From an optimization exercise on the open Yosys and OpenROAD flow, aimed at small area, a short achievable clock period and few clock cycles; shortcuts taken in it are not production practice. For this run, only the layout was checked, not whether the RTL still works.

[flow/design.v]
module rcu_tile_coder (
    input  wire        clk,
    input  wire        rst_n,
    input  wire        cfg_valid,
    output wire        cfg_ready,
    input  wire [5:0]  cfg_tw,
    input  wire [5:0]  cfg_th,
    input  wire        cfg_p2,
    input  wire        in_valid,
    output wire        in_ready,
    input  wire [24:0] in_data,
    output wire        out_valid,
    input  wire        out_ready,
    output wire [31:0] out_data,
    output wire        out_last,
    output wire [15:0] out_nbits
);
    localparam [1:0] S_IDLE  = 2'd0,
                     S_RUN   = 2'd1,
                     S_FLUSH = 2'd2;
    reg  [1:0]  state;
    reg  [5:0]  tw, th;
    reg         p2;
    reg  [4:0]  i, j;
    reg  signed [24:0] lbuf [0:63];
    reg  signed [24:0] ah1, ah2, bh1, bh2;
    reg  [22:0] ctx_a [0:3];
    reg  [6:0]  ctx_n [0:3];
    reg         run_active;
    reg  [5:0]  run_len;
    reg  [127:0] pk_buf;
    reg  [7:0]   pk_cnt;
    reg  [15:0]  nbits;
    wire [5:0]  p      = p2 ? 6'd2 : 6'd1;
    wire        sel    = p2 & i[0];
    wire [4:0]  j_d    = j + (p2 ? 5'd2 : 5'd1);
    wire signed [24:0] s = in_data;
    wire signed [24:0] a = p2 ? ah2 : ah1;
    wire signed [24:0] b = lbuf[{sel, j}];
    wire signed [24:0] c = p2 ? bh2 : bh1;
    wire signed [24:0] d = lbuf[{sel, j_d}];
    wire        top    = ({1'b0, i} < p);
    wire        left   = ({1'b0, j} < p);
    wire signed [26:0] a_x = a;
    wire signed [26:0] b_x = b;
    wire signed [26:0] c_x = c;
    wire signed [26:0] grad = a_x + b_x - c_x;
    wire signed [26:0] mn   = (a_x < b_x) ? a_x : b_x;
    wire signed [26:0] mx   = (a_x < b_x) ? b_x : a_x;
    wire signed [26:0] med  = (grad < mn) ? mn : ((grad > mx) ? mx : grad);
    reg  signed [26:0] pred;
    always @(*) begin
        if (top && left)
            pred = 27'sd0;
        else if (top)
            pred = a_x;
        else if (left)
            pred = b_x;
        else
            pred = med;
    end
    wire [1:0]  ctx   = p2 ? {i[0], j[0]} : 2'd0;
    wire [22:0] cur_a = ctx_a[ctx];
    wire [6:0]  cur_n = ctx_n[ctx];
    wire signed [27:0] e   = {{3{s[24]}}, s} - {pred[26], pred};
    wire        [28:0] m   = e[27] ? ({~e, 1'b1}) : {e, 1'b0};    
    wire        [27:0] abs_e = e[27] ? -e : e;
    wire        [15:0] e_clip = (abs_e > 28'd65535) ? 16'hFFFF : abs_e[15:0];
    reg  [4:0]  k;
    integer     kk;
    always @(*) begin
        k = 5'd24;
        for (kk = 24; kk >= 0; kk = kk - 1)
            if (({24'd0, cur_n} << kk) >= {8'd0, cur_a})
                k = kk[4:0];
    end
    wire [28:0] q    = m >> k;
    wire        esc  = (q >= 29'd24);
    reg  [63:0] reg_code;
    reg  [6:0]  reg_len;
    always @(*) begin
        if (esc) begin
            reg_code = {15'd0, 24'hFFFFFF, s};
            reg_len  = 7'd49;
        end else begin
            reg_code = (((64'd1 << q[4:0]) - 64'd1) << (k + 5'd1))
                     | ({35'd0, m} & ((64'd1 << k) - 64'd1));
            reg_len  = {2'd0, q[4:0]} + 7'd1 + {2'd0, k};
        end
    end
    wire        last_col  = ({1'b0, j} == tw - 6'd1);
    wire        last_row  = ({1'b0, i} == th - 6'd1);
    wire        run_start = !top && !left && ({1'b0, j} + p < tw) &&
                            (a == b) && (b == c) && (c == d);
    wire        in_run    = run_active || run_start;
    wire        run_hit   = in_run && (s == a);
    wire        run_end   = in_run && (!run_hit || last_col);
    wire [5:0]  run_r     = run_hit ? run_len + 6'd1 : run_len;
    wire [6:0]  eg_w  = {1'b0, run_r} + 7'd4;
    reg  [3:0]  eg_len;
    always @(*) begin
        if (eg_w[5])      eg_len = 4'd9;
        else if (eg_w[4]) eg_len = 4'd7;
        else if (eg_w[3]) eg_len = 4'd5;
        else              eg_len = 4'd3;
    end
    wire        use_reg = !run_hit;
    reg  [63:0] code;
    reg  [6:0]  code_len;
    always @(*) begin
        if (!in_run) begin
            code     = reg_code;
            code_len = reg_len;
        end else if (run_hit) begin
            code     = run_end ? {57'd0, eg_w} : 64'd0;
            code_len = run_end ? {3'd0, eg_len} : 7'd0;
        end else begin
            code     = ({57'd0, eg_w} << reg_len) | reg_code;
            code_len = {3'd0, eg_len} + reg_len;
        end
    end
    assign cfg_ready = (state == S_IDLE);
    assign in_ready  = (state == S_RUN) && (pk_cnt <= 8'd64);
    wire cfg_fire = cfg_valid && cfg_ready;
    wire in_fire  = in_valid && in_ready;
    assign out_valid = (pk_cnt >= 8'd32) || ((state == S_FLUSH) && (pk_cnt != 8'd0));
    assign out_last  = (state == S_FLUSH) && (pk_cnt <= 8'd32);
    assign out_data  = pk_buf[127:96];
    assign out_nbits = nbits;
    wire out_fire = out_valid && out_ready;
    wire [127:0] buf_pop = out_fire ? (pk_buf << 32) : pk_buf;
    wire [7:0]   cnt_pop = out_fire ? ((pk_cnt >= 8'd32) ? pk_cnt - 8'd32 : 8'd0) : pk_cnt;
    wire [7:0]   app_sh  = 8'd128 - cnt_pop - {1'b0, code_len};
    wire [127:0] buf_app = buf_pop | ({64'd0, code} << app_sh);
    integer n;
    always @(posedge clk) begin
        if (!rst_n) begin
            state      <= S_IDLE;
            tw         <= 6'd1;
            th         <= 6'd1;
            p2         <= 1'b0;
            i          <= 5'd0;
            j          <= 5'd0;
            ah1        <= 25'sd0;
            ah2        <= 25'sd0;
            bh1        <= 25'sd0;
            bh2        <= 25'sd0;
            run_active <= 1'b0;
            run_len    <= 6'd0;
            pk_buf     <= 128'd0;
            pk_cnt     <= 8'd0;
            nbits      <= 16'd0;
            for (n = 0; n < 4; n = n + 1) begin
                ctx_a[n] <= 23'd4;
                ctx_n[n] <= 7'd1;
            end
        end else begin
            case (state)
                S_IDLE: begin
                    if (cfg_fire) begin
                        tw         <= cfg_tw;
                        th         <= cfg_th;
                        p2         <= cfg_p2;
                        i          <= 5'd0;
                        j          <= 5'd0;
                        run_active <= 1'b0;
                        run_len    <= 6'd0;
                        nbits      <= 16'd0;
                        for (n = 0; n < 4; n = n + 1) begin
                            ctx_a[n] <= 23'd4;
                            ctx_n[n] <= 7'd1;
                        end
                        state <= S_RUN;
                    end
                end
                S_RUN: begin
                    pk_buf <= in_fire ? buf_app : buf_pop;
                    pk_cnt <= in_fire ? cnt_pop + {1'b0, code_len} : cnt_pop;
                    if (in_fire) begin
                        nbits <= nbits + {9'd0, code_len};
                        lbuf[{sel, j}] <= s;
                        ah2 <= ah1;
                        ah1 <= s;
                        bh2 <= bh1;
                        bh1 <= b;
                        if (use_reg) begin
                            if (cur_n == 7'd63) begin
                                ctx_a[ctx] <= (cur_a + {7'd0, e_clip} + 23'd1) >> 1;
                                ctx_n[ctx] <= 7'd32;
                            end else begin
                                ctx_a[ctx] <= cur_a + {7'd0, e_clip};
                                ctx_n[ctx] <= cur_n + 7'd1;
                            end
                        end
                        if (run_end || !in_run) begin
                            run_active <= 1'b0;
                            run_len    <= 6'd0;
                        end else begin
                            run_active <= 1'b1;
                            run_len    <= run_r;
                        end
                        if (last_col) begin
                            j <= 5'd0;
                            i <= i + 5'd1;
                            if (last_row)
                                state <= S_FLUSH;
                        end else begin
                            j <= j + 5'd1;
                        end
                    end
                end
                S_FLUSH: begin
                    pk_buf <= buf_pop;
                    pk_cnt <= cnt_pop;
                    if (out_fire && out_last)
                        state <= S_IDLE;
                end
                default: state <= S_IDLE;
            endcase
        end
    end
endmodule
[flow/run.sh]
#!/bin/bash
# synth_recipe.tcl (not shown) runs the flow's synth.tcl, then flattens the netlist and writes it again
# the make line also repeats each setting of config.mk as NAME=value (left out here)
make -C /OpenROAD-flow-scripts/flow DESIGN_CONFIG=/design/flow/config.mk WORK_HOME=/design/flow/orfs CLKGATE_MAP_FILE= SYNTH_SCRIPT=/design/flow/synth_recipe.tcl finish
[flow/config.mk]
export PLATFORM = sky130hd
export DESIGN_NAME = rcu_tile_coder
export DESIGN_NICKNAME = rcu_tile_coder
export VERILOG_FILES = /design/flow/design.v
export SDC_FILE = /design/flow/constraint.sdc
export NUM_CORES = 4
export LEC_CHECK = 0
export CAP_MARGIN = 20
export CORE_MARGIN = 2
export CORE_UTILIZATION = 40
export PLACE_DENSITY = 0.6
export SLEW_MARGIN = 20
[flow/constraint.sdc]
create_clock -name core_clock -period 20.0 [get_ports {clk}]
set_input_delay 4.0000 -clock core_clock [delete_from_list [all_inputs] [get_ports {clk}]]
set_output_delay 4.0000 -clock core_clock [all_outputs]
set_load 0.01 [all_outputs]
==> notes.md <==
## metrics by stage
stage	hold slack, ns	instances	TNS, ns
final	0.438	17200	0
after floorplan	0.423	11400	0
after CTS	0.419	17100	0
after global routing	0.453	17200	-0.0273
after global placement	0.439	16700	-0.825
after detailed placement	0.448	16700	-0.432
## cells in the mapped netlist (130+ instances only)
master | instances | share of area, %
xnor2_1 | 220 | 1.5
o211ai_1 | 161 | 0.95
a211oi_1 | 222 | 1.3
a221oi_1 | 179 | 1.2
mux2i_1 | 452 | 3.6
inv_1 | 264 | 0.78
mux2_2 | 181 | 1.6
a31oi_1 | 130 | 0.64
clkbuf_1 | 472 | 1.4
a22oi_1 | 149 | 0.88
edfxtp_1 | 1720 | 41
dfxtp_1 | 284 | 4.5
buf_2 | 214 | 0.84
nor3_1 | 257 | 1.0
a21oi_1 | 588 | 2.3
nor2_1 | 867 | 2.6
mux4_2 | 576 | 10
nand2_1 | 1100 | 3.2
nand3_1 | 243 | 0.96
ha_1 | 353 | 3.5
o22ai_1 | 188 | 0.93
o21ai_0 | 429 | 1.7
## cell families (layout without fill, tap and decap cells)
kind of cell             after synthesis  after routing  share of synthesized area, %
AO/OA/AOI/OAI                       3197           3197                          17.9
XOR/XNOR                             287            287                          2.00
adder cells (fa/ha/maj)              389            389                          4.03
buffers and inverters               1144           2713                          3.86
flip-flops                          2004           2004                          45.1
multiplexers                        1211           1211                          15.4
other                                  0             21                             0
AND/OR/NAND/NOR                     3188           3188                          11.7
## routing by layer
metal	up-vias	track usage, %	share of wire, %
li1	48100	-	-
met5	-	0	0.037
met1	58400	47.8	36
met3	2001	9.65	12
met2	8518	58.3	44
met4	36	26.6	8.4
## cell type report
type | count | area (um2) | area share, %
Sequential cell | 2004 | 57400 | 37.4
Tap cell | 4160 | 5200 | 3.40
Inverter | 281 | 1080 | 0.706
Antenna cell | 21 | 52.6 | 0.0343
Multi-Input combinational cell | 8272 | 66000 | 43.1
Clock buffer | 259 | 5820 | 3.80
Timing Repair Buffer | 2023 | 16100 | 10.5
Clock inverter | 150 | 1590 | 1.04
## repair_timing
action / 4_1_cts / 5_1_grt
buffers inserted: 0 / 12
endpoints found under the hold margin: 0 / 0
pin swaps: 0 / 8
cloned: 0 / 0
resized for setup: 1 / 46
setup endpoints to repair: 7 / 178
hold buffers: 0 / 0
## state kept, by name (all words and copies together) (netlist names), 25 cells and up
name,cells
ah2,25
ctx_n,28
ctx_a,92
bh1,25
bh2,25
pk_buf,128
ah1,25
lbuf,1600
## critical path, delay by kind of cell, from the launching register on
kind | cells | cell delay [ns]
AO/OA/AOI/OAI | 44 | 9.00
buffers and inverters | 25 | 4.19
adder cells (fa/ha/maj) | 7 | 2.38
AND/OR/NAND/NOR | 16 | 2.07
XOR/XNOR | 2 | 0.57
flip-flops | 1 | 0.46
multiplexers | 3 | 0.46
## worst paths after layout
path,endpoint,cells past startpoint,start
min reg2reg,pk_buf[33]$_SDFFE_PN0P_,2,pk_buf[1]$_SDFFE_PN0P_
max,pk_buf[99]$_SDFFE_PN0P_,97,j[1]$_SDFFE_PN0P_
max reg2reg,pk_buf[99]$_SDFFE_PN0P_,97,j[1]$_SDFFE_PN0P_
min,pk_buf[33]$_SDFFE_PN0P_,2,pk_buf[1]$_SDFFE_PN0P_
## cells in the final DEF, fill, tap and decap left out, types with 70 or more instances in the layout
master / count
dfxtp_1: 280
and3_1: 70
a221oi_1: 176
inv_1: 259
a211oi_1: 219
a21oi_1: 582
edfxtp_1: 1720
buf_4: 1866
a22oi_1: 148
nor4_1: 72
a221o_1: 77
o21ai_0: 426
clkbuf_16: 225
xnor2_1: 212
nand3_1: 242
a31oi_1: 125
mux2_2: 181
nand2b_1: 82
nor2_1: 794
mux2i_1: 448
nand2_1: 1096
o211ai_1: 161
nand4_1: 106
o221ai_1: 70
o22ai_1: 184
nor3_1: 249
ha_1: 349
a21o_1: 95
mux4_2: 576
==> impl_metrics.py <==
metrics = {
    "synth": {
        "synth_top_flop_cell": "edfxtp_1",
        "yosysWarnings": 1,
        "async_flop_share_pct": 0,
        "synth.yosys.seq_area_share_pct": 45.1,
        "ys_types": 132,
        "synth_area_per_cell_um2": 11.1,
        "syn_inst": 11400,
        "netlist_area_mm2": 0.127,
        "synth_edf_count": 1720,
        "ys_ff_latch": 2004,
        "syn-num-nets": 11900,
    },
    "clocking": {
        "numCtsBuffers": 223,
        "clk_pin_slew_worst_paths_ns": 0.06,
        "h-tree-depth": 4,
        "cts.sinks": 2004,
        "tritoncts": "done",
        "root_buffer": "clkbuf_16",
        "clk_latency_ns": 0.98,
        "clockBufferDepth": 4,
    },
    "floorplan": {
        "die_y_um": 568,
        "rows": 206,
        "start_util_pct": 40.3,
        "die_w_um": 568,
        "dieArea_mm2": 0.322,
        "ios": 95,
        "core_area_mm2": 0.315,
    },
    "global_route": {
        "antenna_found_initial": 36,
        "grt_usage_pct": 38.3,
        "grt_pass1_wl_um": 883000,
        "first_global_vias": 113000,
        "grt_max_degree": 121,
        "grt-ovfl-total": 0,
    },
    "setup_path": {
        "arrival_ns": 20.14,
        "slowest_stage": "a2111oi_1",
        "worstPathRequired_ns": 20.86,
        "reg2reg_setup_slack_ns": 0.72,
        "cp-end-kind": "flip-flop",
        "cp_common_cell": "buf_4",
        "critPathMaxFanout": 17,
        "critPathKind": "reg -> reg",
        "worst_setup_path_start_kind": "flip-flop",
        "worst_path_largest_cell_delay_ns": 0.89,
    },
    "detailed_routing": {
        "avgViaCountPerCell": 6.82,
        "drt_wl_total_um": 635000,
        "wire_per_inst_um": 37.0,
        "ant_nets": 0,
        "drc": 0,
        "drt-pass1-iter-count": 6,
        "drt_iter0_markers": 18000,
        "vias": 117000,
    },
    "layout": {
        "final_util_pct": 48.6,
        "area_growth_pct": 20.6,
        "drive_gt1_share_pct": 26.0,
        "n_fill_cell": 28600,
        "fin_nets": 13200,
        "fin_area_mm2": 0.153,
    },
    "timing": {
        "hold_viol": 0,
        "period_share_pct": 96.4,
        "worst_pin_slew_ns": 1.35,
        "timing.final.crit_period_ns": 19.28,
        "relSlewSlack_pct": 10.2,
        "skew_ns": 0.129,
        "setup_viol": 0,
        "setup_slack_ns": 0.718,
        "maxSlewViolCount": 0,
        "max_freq_mhz": 51.9,
    },
    "placement": {
        "place_area_mm2": 0.145,
        "post-place-ws_ns": -0.111,
        "io_buffers": 94,
        "place_hpwl_um": 459000,
        "gp_congestion": 1.04,
    },
    "run": {
        "cap_violations": 0,
    },
    "min_path": {
        "worst_hold_path_type": "reg -> reg",
    },
    "outcome": {
        "outcome": "complete, no violations",
    },
}

==> what the ideal ports hide <==
The flow's constraints put no driver on any port. The routed layout listed below was extracted and timed again, unchanged, in two steps.
Step 1 (the two cells are an assumption about what drives the block):
set clk [get_ports {clk}]
set_driving_cell -lib_cell sky130_fd_sc_hd__clkbuf_16 $clk
set_driving_cell -lib_cell sky130_fd_sc_hd__buf_2 [delete_from_list [all_inputs] $clk]
Step 2 also shifts input and output timing later by t, the mid clock arrival at the registers, as if the neighbouring blocks saw the same clock.
Slacks: ideal ports / drivers / drivers and shift; pairs: ideal ports / drivers.
shift t [ns]: 1.030
setup WS [ns]: 0.718 / 0.718 / 0.718
hold WS [ns]: 0.438 / 0.438 / 0.438
pins driven straight from the clock port: 1
After both steps this run still meets setup and hold. The setup slack of this run moves by 0.000 ns with the drivers and by 0.000 ns with both steps.
